This design comes from an exercise in tuning for small area on the open sky130 flow, not from production work. Where RTL was checked, it was by simulation tests only, not by an equivalence proof against the original. No activity file was given, so power comes from the tool's default toggle rates.

==> inputs of job 8574 <==
==> flow/design.v (excerpt) <==
module fil_nchan (
    input             clk,
    input             rst,           
    input      [8:0]  cfg_d,         
    input      [3:0]  cfg_shift1,    
    input      [6:0]  cfg_taps,      
    input      [3:0]  cfg_dfir,      
    input      [4:0]  cfg_shift2,    
    input      [1:0]  cfg_msel,      
    input             coef_we,
    input      [5:0]  coef_addr,
    input      [23:0] coef_wdata,
    input             bs_valid,
    input             bs_bit,
    output reg        out_valid,
    output reg [23:0] out_data,
    output reg        out_sat1,
    output reg        out_sat2
);
export LEC_CHECK = 0
export CAP_MARGIN = 20
export CORE_MARGIN = 2
export CORE_UTILIZATION = 50
export CTS_BUF_LIST = sky130_fd_sc_hd__clkbuf_16
export CTS_CLUSTER_DIAMETER = 60
export CTS_CLUSTER_SIZE = 25
export GPL_ROUTABILITY_DRIVEN = 1
export SLEW_MARGIN = 20
create_clock -name core_clock -period 15.0 [get_ports {clk}]
run.sh (not shown) runs the stock make flow with config.mk's settings and CLKGATE_MAP_FILE= SYNTH_SCRIPT=/design/flow/synth_recipe.tcl, a recipe that flattens the netlist after the stock synthesis.
==> job 2762 (differences from job 8574) <==
--- a/flow/design.v
+++ b/flow/design.v
@@ -10,13 +10,13 @@
     input             coef_we,
     input      [5:0]  coef_addr,
     input      [23:0] coef_wdata,
     input             bs_valid,
     input             bs_bit,
     output reg        out_valid,
-    output reg [23:0] out_data,
+    output     [23:0] out_data,
     output reg        out_sat1,
     output reg        out_sat2
 );
     integer i;
     reg  [25:0] ir [0:2];            
     reg  [25:0] dr [0:2];            
@@ -26,24 +26,26 @@
     reg  [2:0]  st;                  
     reg         dec;                 
     reg         s1ing;               
     reg  [3:0]  s1c;                 
     reg         sv;                  
     wire        dlast = (dcnt == cfg_d);
-    wire        step1 = bv;
-    wire        stepi = (st == 3'd2) || (st == 3'd3);
-    wire        stepc = (st >= 3'd4);
-    wire        abusy = step1 || (st != 3'd0);
-    wire        rstep = s1ing && (s1c == 4'd0) && !abusy;
-    wire [25:0] aa = (step1 || stepi) ? ir[0] : (st == 3'd4) ? ir[2] : sy;
+    wire        rstep = s1ing && (s1c == 4'd0);
+    wire [2:0]  cur   = bv ? 3'd1 : st;          
+    wire        go    = (cur != 3'd0) && !rstep;
+    wire        step1 = go && (cur == 3'd1);
+    wire        stepi = go && ((cur == 3'd2) || (cur == 3'd3));
+    wire        stepc = go && (cur >= 3'd4);
+    wire [25:0] aa = (step1 || stepi) ? ir[0] : (cur == 3'd4) ? ir[2] : sy;
     wire [25:0] ab = step1 ? {{25{~bb}}, 1'b1} : stepi ? ir[2] : stepc ? dr[0] : 26'd0;
     wire [25:0] as;
     fil_nchan_radd #(26) u_sadd (.a(aa), .b(ab), .cin(stepc | rstep), .s(as), .cout());
     always @(posedge clk) begin
         bv <= bs_valid && !rst;
-        bb <= bs_bit;
+        if (bs_valid)
+            bb <= bs_bit;
     end
     always @(posedge clk) begin
         if (rst) begin
             for (i = 0; i < 3; i = i + 1) begin
                 ir[i] <= 0;
                 dr[i] <= {26{1'b1}};
@@ -78,34 +80,39 @@
             dec   <= 1'b0;
             s1ing <= 1'b0;
             s1c   <= 0;
             sv    <= 1'b0;
         end else begin
             sv <= 1'b0;
-            if (step1) begin
-                st  <= 3'd2;
-                dec <= dlast;
+            if (bv) begin
+                dec  <= dlast;
                 dcnt <= dlast ? 9'd1 : dcnt + 9'd1;
-            end else if (st == 3'd3)
-                st <= dec ? 3'd4 : 3'd0;
-            else if (st == 3'd6) begin
-                st <= 3'd0;
+            end
+            if (go) begin
+                if (cur == 3'd3)
+                    st <= (bv ? dlast : dec) ? 3'd4 : 3'd0;
+                else if (cur == 3'd6)
+                    st <= 3'd0;
+                else
+                    st <= cur + 3'd1;
+            end else
+                st <= cur;
+            if (go && cur == 3'd6) begin
                 if (cfg_shift1 == 0)
                     sv <= 1'b1;
                 else begin
                     s1ing <= 1'b1;
                     s1c   <= cfg_shift1 - 4'd1;
                 end
-            end else if (st != 3'd0)
-                st <= st + 3'd1;
+            end
             if (s1ing) begin
                 if (s1c == 4'd1)
                     s1c <= 4'd0;
                 else if (s1c != 4'd0)
                     s1c <= s1c - 4'd2;
-                else if (rstep) begin
+                else begin
                     s1ing <= 1'b0;
                     sv    <= 1'b1;
                 end
             end
         end
     end
@@ -174,41 +181,49 @@
         end
     end
     reg         tin;
     wire [5:0]  ph1  = ph + 6'd1;
     always @(posedge clk)
         tin <= ({1'b0, ph1} < cfg_taps) && (ph1 <= nv);
-    reg  [23:0] mx;
+    reg         mten;                
     reg         mv;                  
     always @(posedge clk) begin
-        mx <= (pass && tin) ? w : 24'd0;
-        mv <= sv;
+        mten <= pass && tin;
+        mv   <= sv;
     end
+    wire [23:0] mx = mten ? xq[0] : 24'd0;
     reg  [53:0] acc;
     reg         shing;
     reg  [4:0]  sc;
     reg         s2go;
     reg         fsat;                
     reg         mlast;               
     always @(posedge clk)
         mlast <= busy && (pc == 6'd63) && !rst;
     wire        rnd   = shing && (sc == 5'd0);
     wire [53:0] accin = mv ? 54'd0 : acc;
     wire [53:0] ra, rb;
-    wire [26:0] slo, shi0;
-    wire        clo;
+    wire [53:0] sum;
     fil_nchan_mac u_mac (.acc(accin), .c(cq[0]), .x(mx), .cin(rnd), .ra(ra), .rb(rb));
-    fil_nchan_radd #(27) u_lo (.a(ra[26:0]),  .b(rb[26:0]),  .cin(1'b0), .s(slo),  .cout(clo));
-    fil_nchan_radd #(27) u_hi (.a(ra[53:27]), .b(rb[53:27]), .cin(1'b0), .s(shi0), .cout());
-    reg  [26:0] hcar;
-    always @(*) begin
-        hcar[0] = clo;
-        for (i = 1; i < 27; i = i + 1)
-            hcar[i] = clo & (&(shi0 | ~((27'd1 << i) - 27'd1)));
-    end
-    wire [53:0] sum = {shi0 ^ hcar, slo};
+    wire [13:0] s0a;
+    wire [13:0] s0b;
+    wire [12:0] s0c, s0d;
+    wire        c0a, c0b, c0c;
+    fil_nchan_radd #(14) u_sa (.a(ra[13:0]),  .b(rb[13:0]),  .cin(1'b0), .s(s0a), .cout(c0a));
+    fil_nchan_radd #(14) u_sb (.a(ra[27:14]), .b(rb[27:14]), .cin(1'b0), .s(s0b), .cout(c0b));
+    fil_nchan_radd #(13) u_sc (.a(ra[40:28]), .b(rb[40:28]), .cin(1'b0), .s(s0c), .cout(c0c));
+    fil_nchan_radd #(13) u_sd (.a(ra[53:41]), .b(rb[53:41]), .cin(1'b0), .s(s0d), .cout());
+    wire        cib = c0a;
+    wire        cic = c0b | (cib & (&s0b));
+    wire        cid = c0c | (cic & (&s0c));
+    wire [13:0] sb;
+    wire [12:0] sc_, sd;
+    fil_nchan_inc #(14) u_ib (.a(s0b), .c(cib), .s(sb));
+    fil_nchan_inc #(13) u_ic (.a(s0c), .c(cic), .s(sc_));
+    fil_nchan_inc #(13) u_id (.a(s0d), .c(cid), .s(sd));
+    assign sum = {sd, sc_, sb, s0a};
     always @(posedge clk) begin
         if (shing && sc >= 5'd2)
             acc <= {{2{sum[53]}}, sum[53:2]};
         else if (shing)
             acc <= {sum[53], sum[53:1]};
         else
@@ -247,19 +262,22 @@
     reg  [26:0] he;
     reg  [2:0]  hp;
     reg  [2:0]  hinit;               
     reg  [23:0] vr;                  
     reg         vpend;               
     reg         mpass;
+    reg         mwait;               
+    reg  [2:0]  mph;
     reg  [2:0]  rw;                  
     reg  [2:0]  cnt;                 
     reg  [2:0]  a1, a2;              
     wire [2:0]  mm1  = {cfg_msel, 1'b0};         
     wire        inw  = (hp <= mm1);              
     wire signed [23:0] vs = vr, hs = he[23:0];
     wire        vlt  = vs < hs;
+    assign out_data = vr;
     wire [2:0]  rnew = he[26:24] - {2'd0, he[26:24] > rw} + {2'd0, vlt};
     reg  [26:0] hin;
     always @(*) begin
         if (hinit != 0)
             hin = {mm1 - hp, 24'd0};
         else if (mpass && hp == 3'd0)
@@ -276,18 +294,21 @@
             hq[i] <= hq[i-1];
         hq[0] <= hin;
         if (!mpass && hinit == 0 && hp == mm1)
             rw <= hq[6][26:24];
         if (s2go)
             vr <= s2y;
+        else if (mwait && hp == mph)
+            vr <= hq[6][23:0];
     end
     always @(posedge clk) begin
         if (rst) begin
             hinit <= 3'd7;
             vpend <= 1'b0;
             mpass <= 1'b0;
+            mwait <= 1'b0;
             cnt   <= 0;
             a1    <= 3'd7;
             a2    <= 3'd7;
             out_valid <= 1'b0;
         end else begin
             out_valid <= 1'b0;
@@ -303,27 +324,48 @@
                 mpass <= 1'b1;
                 cnt   <= 0;
             end
             if (mpass) begin
                 if (hp == 3'd0) begin
                     mpass <= 1'b0;
-                    out_valid <= 1'b1;
+                    if (cnt == cfg_msel)
+                        out_valid <= 1'b1;
+                    else
+                        mwait <= 1'b1;
                 end else if (inw && !vlt)
                     cnt <= cnt + 3'd1;
             end
+            if (mwait && hp == mph) begin
+                mwait <= 1'b0;
+                out_valid <= 1'b1;
+            end
         end
     end
     always @(posedge clk) begin
-        if (mpass && hp == 3'd0 && cnt == cfg_msel)
-            out_data <= vr;
-        else if (mpass && hp != 3'd0 && inw && rnew == {1'b0, cfg_msel})
-            out_data <= he[23:0];
+        if (mpass && hp != 3'd0 && inw && rnew == {1'b0, cfg_msel})
+            mph <= hp;
         out_sat1 <= (a1 <= mm1);
         out_sat2 <= (a2 <= mm1);
     end
 endmodule
+module fil_nchan_inc #(parameter W = 8) (
+    input  [W-1:0] a,
+    input          c,
+    output [W-1:0] s
+);
+    genvar g;
+    generate
+        for (g = 0; g < W; g = g + 1) begin : bit_
+            if (g == 0) begin : b0
+                assign s[g] = a[g] ^ c;
+            end else begin : bn
+                assign s[g] = a[g] ^ (c & (&a[g-1:0]));
+            end
+        end
+    endgenerate
+endmodule
 module fil_nchan_radd #(parameter W = 8) (
     input  [W-1:0] a,
     input  [W-1:0] b,
     input          cin,
     output [W-1:0] s,
     output         cout
CAP_MARGIN = 10   (was 20)
CORE_UTILIZATION = 75   (was 50)
SLEW_MARGIN = 10   (was 20)
==> summary of the runs <==
Job 8574 produced a clean layout. Job 2762 completed with no timing, DRC or antenna violations.
Of job 8574 and job 2762, job 8574 has the higher count of clock-buffer cells in the layout (gap 25).
Between job 8574 and job 2762, the lower utilization is in job 8574 (gap 25 points).
In job 2762 the synthesized cell count is smaller than in job 8574, by about 7%.
Against job 2762, the clock power of job 8574 is higher by 13%.
Between job 8574 and job 2762, the lower final area is in job 2762 (gap about 7%, measured against job 2762).
Against job 8574, the via count of job 2762 is smaller by 4.0%.
Function not checked in job 8574: the RTL went through the layout flow alone.

static timing again, ports no longer ideal:
The results above use ideal ports. As a check the final layouts listed here were re-extracted and re-timed, cells and wires unchanged.
Step 1 (the two cells are an assumption about what drives the block):
set clk [get_ports {clk}]
set_driving_cell -lib_cell sky130_fd_sc_hd__clkbuf_16 $clk
set_driving_cell -lib_cell sky130_fd_sc_hd__buf_2 [delete_from_list [all_inputs] $clk]
Step 2 moves the port delays by t, midway between the first and last clock arrival at a register: inputs arrive t later, outputs are due t later. That takes back most of the time a late clock gives input paths.
Three values: ideal ports, drivers, drivers and shift; two values: the first two.
run	shift t [ns]	setup WS [ns]	worst register clock-pin slew, ns
job 8574	0.951	0.549 / 0.549 / 0.549	0.10 / 0.10
job 2762	0.946	0.717 / 0.717 / 0.717	0.10 / 0.10
After both steps setup and hold are still met in every run listed.
